This design comes from an exercise in tuning for small area, a short achievable clock period and few clock cycles per item on the open sky130 flow, not from production work. Function was checked by simulation only, so behaviour that the tests miss may differ from the original. Power and IR drop assume default switching activity.

== build 41 ==
// slot_merge_unit
module slot_merge_unit (
    input  wire        clk,
    input  wire        rst,
    input  wire        in_valid,
    output wire        in_ready,
    input  wire        in_first,
    input  wire        in_last,
    input  wire [63:0] in_v,
    input  wire        in_t,
    input  wire        in_f,
    input  wire [1:0]  in_lane,
    input  wire [2:0]  in_action,
    input  wire [3:0]  in_op,
    input  wire [5:0]  in_ofs,
    input  wire [5:0]  in_width_m1,
    input  wire        in_bad,
    input  wire        in_bad_policy,
    input  wire [63:0] in_x,
    output reg         out_valid,
    input  wire        out_ready,
    output reg  [63:0] out_v,
    output reg         out_t,
    output reg         out_f,
    output reg         out_collide,
    output reg         out_invalid,
    output reg         out_saturated,
    output reg  [3:0]  out_skipped
);
Size: ~2300 cells after synthesis, ~230 I/O pins, about 0.022 mm² of cells after synthesis.
==> flow/config.mk <==
export PLATFORM = sky130hd
export DESIGN_NAME = slot_merge_unit
export DESIGN_NICKNAME = slot_merge_unit
export VERILOG_FILES = /design/flow/design.v
export SDC_FILE = /design/flow/constraint.sdc
export NUM_CORES = 8
export LEC_CHECK = 0
export CAP_MARGIN = 20
export CORE_MARGIN = 2
export CORE_UTILIZATION = 40
export SETUP_SLACK_MARGIN = 2.0
export SLEW_MARGIN = 40
export TNS_END_PERCENT = 20
==> flow/constraint.sdc <==
create_clock -name core_clock -period 22.0 [get_ports {clk}]
set_input_delay 4.4000 -clock core_clock [delete_from_list [all_inputs] [get_ports {clk}]]
set_output_delay 4.4000 -clock core_clock [all_outputs]
set_load 0.01 [all_outputs]
standard.sh (not shown) runs the stock make flow with config.mk's settings and CLKGATE_MAP_FILE= SYNTH_SCRIPT=/design/flow/synth_recipe.tcl, a recipe that flattens the netlist after the stock synthesis.
==> flow/flow/run.sh <==
#!/bin/bash
# Standard synthesis, then the standard layout with these changes: ORFS's
# timing repair aims for a larger setup margin, the port buffers are buf_1,
# and clock tree synthesis clusters up to 20 registers per leaf buffer and
# inserts no dummy loads. The clock period and all constraints are unchanged.
set -euo pipefail
bash standard.sh synth > synth.log 2>&1
sed "s/SETUP_SLACK_MARGIN=[0-9.]*/SETUP_SLACK_MARGIN=16.5 'BUFFER_PORTS_ARGS=-buffer_cell sky130_fd_sc_hd__buf_1' 'CTS_ARGS=-sink_clustering_enable -repair_clock_nets -dont_use_dummy_load -sink_clustering_size 20 -sink_clustering_max_diameter 300'/" standard.sh > layout.sh
bash layout.sh > layout.log 2>&1
Build 41 reached the end of the flow, and the finished layout is clean on the timing, DRC and antenna checks.
Testbench counts of build 41, summed over its fixed seeds: cycles 50,915, slots 12,000.
Input changes introduced in build 75 (baseline for comparison: build 41):
Settings: removing TNS_END_PERCENT (formerly 20); changing SLEW_MARGIN from 40 to 60.
==> flow/flow/run.sh <==
#!/bin/bash
set -euo pipefail
bash standard.sh synth > synth.log 2>&1
sed "s/SETUP_SLACK_MARGIN=[0-9.]*/SETUP_SLACK_MARGIN=16.5 'BUFFER_PORTS_ARGS=-buffer_cell sky130_fd_sc_hd__buf_1' 'CTS_ARGS=-sink_clustering_enable -repair_clock_nets -dont_use_dummy_load'/" standard.sh > layout.sh
bash layout.sh > layout.log 2>&1
--- outcome ---
- Diff build 75 and build 41: via count higher in build 75
- Slack of the worst reg-to-reg path: build 75 and build 41 compared, lower one is build 41
- Build 75 against build 41: post-route clock period utilization shrank by 0.27 points, total track usage has increased, number of DRC markers in iteration 0 increased 48, total power draw up 0.19 mW.
- Utilization build 41 -> build 75: up
Input-level comparison between build 84 and build 75:
Settings: setting PLACE_DENSITY to 0.8 for the first time; changing SLEW_MARGIN from 60 to 30.
==> flow/flow/run.sh <==
#!/bin/bash
# Standard synthesis, then the standard layout with these changes: ORFS's
# timing repair aims for a larger setup margin, the port buffers are buf_1,
# and clock tree synthesis clusters up to 20 registers per leaf buffer and
# inserts no dummy loads. The clock period and all constraints are unchanged.
set -euo pipefail
bash standard.sh synth > synth.log 2>&1
sed "s/SETUP_SLACK_MARGIN=[0-9.]*/SETUP_SLACK_MARGIN=16.5 'BUFFER_PORTS_ARGS=-buffer_cell sky130_fd_sc_hd__buf_1' 'CTS_ARGS=-sink_clustering_enable -repair_clock_nets -dont_use_dummy_load -sink_clustering_size 20 -sink_clustering_max_diameter 300'/" standard.sh > layout.sh
bash layout.sh > layout.log 2>&1
--- outcome ---
Taking build 75 as the reference, in build 84 total inserted antenna cells has decreased; maximum frequency has decreased; met1 global-route usage has decreased.
Routed length on met1 down about 14% in build 84 wrt build 75
Any difference in number of vias in the routed layout between build 84 and build 75 is small enough to ignore.
Looking at minimum clock period after layout, build 84 sits 0.034 ns above build 75.
Clock share of power, build 75 and build 84, higher one = build 75.
In the flow results for build 75 and build 84, the weighted congestion reported at the end of routability-driven placement is larger on build 84.
Input changes introduced in build 80 (baseline for comparison: build 84):
Settings: PLACE_DENSITY changed from 0.8 to 0.65; CORE_UTILIZATION changed from 40 to 50; SLEW_MARGIN changed from 30 to 40.
## What came out
Build 80 was carried through to the last stage, and its layout satisfied the timing, DRC and antenna checks. As far as number of synthesized register bits is concerned, build 84 and build 80 perform about the same. Looking at relative contribution of combinational cells to total power, build 80 sits 1.0 points higher than build 84 does. Diff build 84..build 80 | layout-stage area growth over the synthesis result | negligible. Diff build 84 and build 80: part of the cycle the worst path needs lower in build 80. Of build 84 and build 80, build 80 shows the lower part of the power in the clock network, with build 84 above it.
[inputs] build 76 vs build 80
Settings: changing SLEW_MARGIN from 40 to 30; removing PLACE_DENSITY (formerly 0.65); changing CORE_UTILIZATION from 50 to 40.
--- a/flow/flow/run.sh
+++ b/flow/flow/run.sh
@@ -7,3 +7,3 @@
 bash standard.sh synth > synth.log 2>&1
-sed "s/SETUP_SLACK_MARGIN=[0-9.]*/SETUP_SLACK_MARGIN=16.5 'BUFFER_PORTS_ARGS=-buffer_cell sky130_fd_sc_hd__buf_1' 'CTS_ARGS=-sink_clustering_enable -repair_clock_nets -dont_use_dummy_load -sink_clustering_size 20 -sink_clustering_max_diameter 300'/" standard.sh > layout.sh
+sed "s/SETUP_SLACK_MARGIN=[0-9.]*/SETUP_SLACK_MARGIN=16.6 'BUFFER_PORTS_ARGS=-buffer_cell sky130_fd_sc_hd__buf_1' 'CTS_ARGS=-sink_clustering_enable -repair_clock_nets -dont_use_dummy_load -sink_clustering_size 20 -sink_clustering_max_diameter 300'/" standard.sh > layout.sh
 bash layout.sh > layout.log 2>&1
Findings:
Re setup slack of the critical path after layout: build 80 was higher than build 76. Part of the total power dissipated in the clock network | build 76 above build 80. Between build 80 and build 76, post-synthesis to final-layout area growth is lower for build 80, build 76 comes in above that. Relative to build 80, initial antenna violation count has increased by 1 in build 76.
Modified inputs, build 81 compared to build 76
Settings: SLEW_MARGIN changed from 30 to 40; GPL_TIMING_DRIVEN newly set to 1.
--- a/flow/flow/run.sh
+++ b/flow/flow/run.sh
@@ -7,3 +7,3 @@
 bash standard.sh synth > synth.log 2>&1
-sed "s/SETUP_SLACK_MARGIN=[0-9.]*/SETUP_SLACK_MARGIN=16.6 'BUFFER_PORTS_ARGS=-buffer_cell sky130_fd_sc_hd__buf_1' 'CTS_ARGS=-sink_clustering_enable -repair_clock_nets -dont_use_dummy_load -sink_clustering_size 20 -sink_clustering_max_diameter 300'/" standard.sh > layout.sh
+sed "s/SETUP_SLACK_MARGIN=[0-9.]*/SETUP_SLACK_MARGIN=16.5 'BUFFER_PORTS_ARGS=-buffer_cell sky130_fd_sc_hd__buf_1' 'CTS_ARGS=-sink_clustering_enable -repair_clock_nets -dont_use_dummy_load -sink_clustering_size 20 -sink_clustering_max_diameter 300'/" standard.sh > layout.sh
 bash layout.sh > layout.log 2>&1
[summary]
Looking at build 76 and build 81, the final clock period utilization by the worst path is a wash. For sequential power, build 81 and build 76 come out practically identical. Comparing build 76 and build 81, the higher final instance area is on build 76. No run among build 76 and build 81 stopped early or left any final violation; all are clean.

separate check: timing with driven ports:
No port has a modelled driver above. Below, the same layouts with a new extraction and two added sets of constraints.
Step 1 sets driving cells, clkbuf_16 on the clock port and buf_2 on the other inputs (assumed; they add their load-dependent delay and slew).
Step 2 moves the port delays by t, midway between the first and last clock arrival at a register: inputs arrive t later, outputs are due t later. That takes back most of the time a late clock gives input paths.
Three values: ideal, step 1, step 2; two values: the first two.
| run | shift t [ns] | slack for setup (ns) | hold WS [ns] | worst slew at a driven data input, ns | cell pins on the clock port's net |
|---|---|---|---|---|---|
| build 41 | 0.613 | 16.416 / 16.410 / 15.895 | 0.453 / 0.453 / 0.453 | 0.07 | 1 |
| build 75 | 0.604 | 16.475 / 16.418 / 16.015 | 0.456 / 0.456 / 0.456 | 0.07 | 1 |
| build 84 | 0.614 | 16.441 / 16.383 / 15.990 | 0.463 / 0.463 / 0.463 | 0.05 | 1 |
| build 80 | 0.580 | 16.495 / 16.431 / 15.991 | 0.456 / 0.456 / 0.456 | 0.06 | 1 |
| build 76 | 0.587 | 16.433 / 16.379 / 16.062 | 0.468 / 0.468 / 0.468 | 0.14 | 1 |
| build 81 | 0.597 | 16.449 / 16.391 / 16.024 | 0.452 / 0.452 / 0.452 | 0.07 | 1 |
After both steps every run listed still meets setup and hold. For build 41, which loses most, drivers alone change the setup slack by -0.006 ns; drivers and shift together by -0.521 ns.
